This is an optimization exercise on Yosys and OpenROAD, whose aim is small area, a short achievable clock period and few clock cycles per item, not a production implementation.
RTL that was checked went through simulation tests only; none was proved equivalent to the original.
No activity file was given, so power comes from the tool's default toggle rates.

== run 1 ==
Design rafter_sweep, start of the top module:
module rafter_sweep (
    input  wire         clk,
    input  wire         rst,
    input  wire         in_valid,
    output reg          in_ready,
    input  wire         first_pass,    
    input  wire         present,       
    input  wire [9:0]   p_i,           
    input  wire [15:0]  p_a,           
    input  wire [2:0]   p_h,           
    input  wire [31:0]  p_t,           
    input  wire [9:0]   ipeak,
    input  wire [31:0]  hold,
    input  wire [9:0]   decay,
    input  wire [3:0]   edge_count,    
    input  wire [63:0]  e_d,           
    input  wire [63:0]  e_a,           
    input  wire [63:0]  e_mask,        
    input  wire [87:0]  e_speed,       
    input  wire [79:0]  s_i,           
    input  wire [127:0] s_a,           
    input  wire [23:0]  s_h,           
    output reg          out_valid,
    input  wire         out_ready,
    output wire [9:0]   q_i,
    output wire [15:0]  q_a,
    output wire [2:0]   q_h,
    output wire [31:0]  q_t,
    output wire         refreshed
);
export LEC_CHECK = 0
export CAP_MARGIN = 20
export CORE_MARGIN = 2
export CORE_UTILIZATION = 40
export CTS_CLUSTER_DIAMETER = 200
export CTS_CLUSTER_SIZE = 20
export SLEW_MARGIN = 20
export SYNTH_HIERARCHICAL = 1
export SYNTH_MINIMUM_KEEP_SIZE = 0
create_clock -name core_clock -period 40.0 [get_ports {clk}]
standard.sh (not shown) runs the stock make flow with config.mk's settings and CLKGATE_MAP_FILE= SYNTH_SCRIPT=/design/flow/synth_recipe.tcl, a recipe that flattens the netlist after the stock synthesis.
==> flow/flow/run.sh <==
#!/bin/bash
# The standard layout, with the port buffers made of the platform's
# smallest buffer (buf_1), and timing repair asked to leave 30.5 ns of setup
# slack at the design's 40 ns clock.
set -euo pipefail
export BUFFER_PORTS_ARGS="-buffer_cell sky130_fd_sc_hd__buf_1"
export SETUP_SLACK_MARGIN=30.7
export TNS_END_PERCENT=100
bash standard.sh > standard.log 2>&1
Testbench counts of run 1, summed over its fixed seeds: cycles 20,496, items 20,480.
diff inputs: run 1 => run 2
- swapping 40 for 55 in CORE_UTILIZATION
diff --git a/flow/flow/run.sh b/flow/flow/run.sh
--- a/flow/flow/run.sh
+++ b/flow/flow/run.sh
@@ -7 +7 @@
-export SETUP_SLACK_MARGIN=30.7
+export SETUP_SLACK_MARGIN=30.5
==> comparison <==
Switching part of the total: run 2 vs run 1 down 0.57 points. In the reports for run 2 and run 1, the larger ratio of final minimum period to clock period belongs to run 2. Run 1 reports its slowest cell on the critical path as sky130_fd_sc_hd__a211oi_2 while run 2 reports sky130_fd_sc_hd__fa_2. From run 1 to run 2 the numbers moved as follows: count of inserted antenna diode cells increased 15, sequential share of power increased by 0.4 points relative to the old numbers, minimum setup slack after placement decreased by 450 ps relative to the old numbers. Compared with run 1, run 2 shows a higher arrival time of data at the critical path endpoint. Run 1 has a lower worst-case headroom to the max-slew limit than run 2.
diff inputs: run 2 => run 3
- CORE_UTILIZATION now 40, was 55
diff --git a/flow/flow/run.sh b/flow/flow/run.sh
--- a/flow/flow/run.sh
+++ b/flow/flow/run.sh
@@ -7 +7 @@
-export SETUP_SLACK_MARGIN=30.5
+export SETUP_SLACK_MARGIN=30.2
[summary]
Sort run 3 and run 2 by part of the power in combinational logic, ascending, and run 3 comes first. From run 2 to run 3 the numbers moved as follows: total of clock buffers placed in the layout saw little to no change; part of the total power dissipated in the clock network has increased; power saw a decrease.


Another version of the RTL of rafter_sweep (not shown whole).
Size: ~820 flip-flops, about 700 I/O pins.
Settings: LEC_CHECK=0, CAP_MARGIN=20, CORE_MARGIN=2, CORE_UTILIZATION=40, SLEW_MARGIN=20, SYNTH_HIERARCHICAL=1, SYNTH_MINIMUM_KEEP_SIZE=0; clock period 40.0 ns.
==> flow/flow/run.sh <==
#!/bin/bash
# The standard layout, with the port buffers made of the platform's
# smallest buffer (buf_1) instead of the delay buffer buffer_ports picks.
set -euo pipefail
export BUFFER_PORTS_ARGS="-buffer_cell sky130_fd_sc_hd__buf_1"
bash standard.sh > standard.log 2>&1
The first run produced a clean layout.
Testbench counts at the start, summed over its fixed seeds: cycles 20,496, items 20,480.
Next try:
--- a/flow/flow/run.sh
+++ b/flow/flow/run.sh
@@ -3 +3,2 @@
-# smallest buffer (buf_1) instead of the delay buffer buffer_ports picks.
+# smallest buffer (buf_1), and timing repair asked to leave 30.5 ns of setup
+# slack at the design's 40 ns clock.
@@ -5,0 +7,2 @@
+export SETUP_SLACK_MARGIN=30.5
+export TNS_END_PERCENT=100
Outcome: Routed wire length hardly moves. Design area went up slightly. Total power grows slightly.


## v6
Another version of the RTL of rafter_sweep (not shown whole).
For scale: roughly 420 flip-flops, about 700 I/O pins.
export LEC_CHECK = 0
export CAP_MARGIN = 20
export CORE_MARGIN = 2
export CORE_UTILIZATION = 40
export CTS_CLUSTER_DIAMETER = 200
export CTS_CLUSTER_SIZE = 20
export SLEW_MARGIN = 20
export SYNTH_HIERARCHICAL = 1
export SYNTH_MINIMUM_KEEP_SIZE = 0
create_clock -name core_clock -period 40.0 [get_ports {clk}]
==> flow/flow/run.sh <==
#!/bin/bash
# The standard layout, with the port buffers made of the platform's
# smallest buffer (buf_1), and timing repair asked to leave 29 ns of setup
# slack at the design's 40 ns clock.
set -euo pipefail
export BUFFER_PORTS_ARGS="-buffer_cell sky130_fd_sc_hd__buf_1"
export SETUP_SLACK_MARGIN=29.0
export TNS_END_PERCENT=100
bash standard.sh > standard.log 2>&1
Modified inputs, v7 compared to v6
--- a/flow/flow/run.sh
+++ b/flow/flow/run.sh
@@ -3 +3 @@
-# smallest buffer (buf_1), and timing repair asked to leave 29 ns of setup
+# smallest buffer (buf_1), and timing repair asked to leave 29.6 ns of setup
@@ -7 +7 @@
-export SETUP_SLACK_MARGIN=29.0
+export SETUP_SLACK_MARGIN=29.6
Results
- The final layout from v7, which completed every stage, passed the timing, design-rule and antenna checks at the end of the flow.
- As far as power after layout goes, v6 and v7 are indistinguishable; the numbers are identical.
- As far as non-clock buffer count goes, v7 and v6 are indistinguishable; the numbers are identical.
- Comparing v6 against v7, there is no change at all in share of the cycle needed by the critical path after routing.
- On met1 track demand over resource, v7 tracks v6 almost exactly.
- Final worst-path setup slack came out exactly the same in v7 and v6.
No run of this note included a check of the RTL's function; only the layout flow was run.

## port drivers added, routing unchanged
The results above use ideal ports. As a check the final layouts listed here were re-extracted and re-timed, cells and wires unchanged.
Step 1, drivers: a clkbuf_16 drives clk and a buf_2 each remaining input, both assumed.
Step 2, shift: input delay + t, output delay - t, t = (earliest + latest rising clock arrival at the registers) / 2. This alone moves slack from input paths to output paths.
Slacks: ideal ports / drivers / drivers and shift; pairs: ideal ports / drivers.
run | shift t [ns] | setup WS [ns] | clock arrival spread, ns | worst data-port slew with drivers (ns)
run 1 | 0.721 | 30.584 / 30.576 / 29.855 | 0.031 / 0.030 | 0.15
run 2 | 0.671 | 30.458 / 30.487 / 29.816 | 0.035 / 0.035 | 0.14
run 3 | 0.703 | 30.208 / 30.257 / 29.555 | 0.035 / 0.035 | 0.12
the first run of note 2 | 0.791 | 30.105 / 30.105 / 30.105 | 0.048 / 0.048 | 0.13
the second run of note 2 | 0.783 | 30.681 / 30.601 / 30.047 | 0.060 / 0.060 | 0.14
v6 | 0.640 | 28.552 / 28.542 / 27.902 | 0.034 / 0.034 | 0.14
v7 | 0.640 | 28.552 / 28.542 / 27.902 | 0.034 / 0.034 | 0.14
After both steps every run listed still meets setup and hold. For run 1, which loses most, drivers alone change the setup slack by -0.008 ns; drivers and shift together by -0.729 ns.
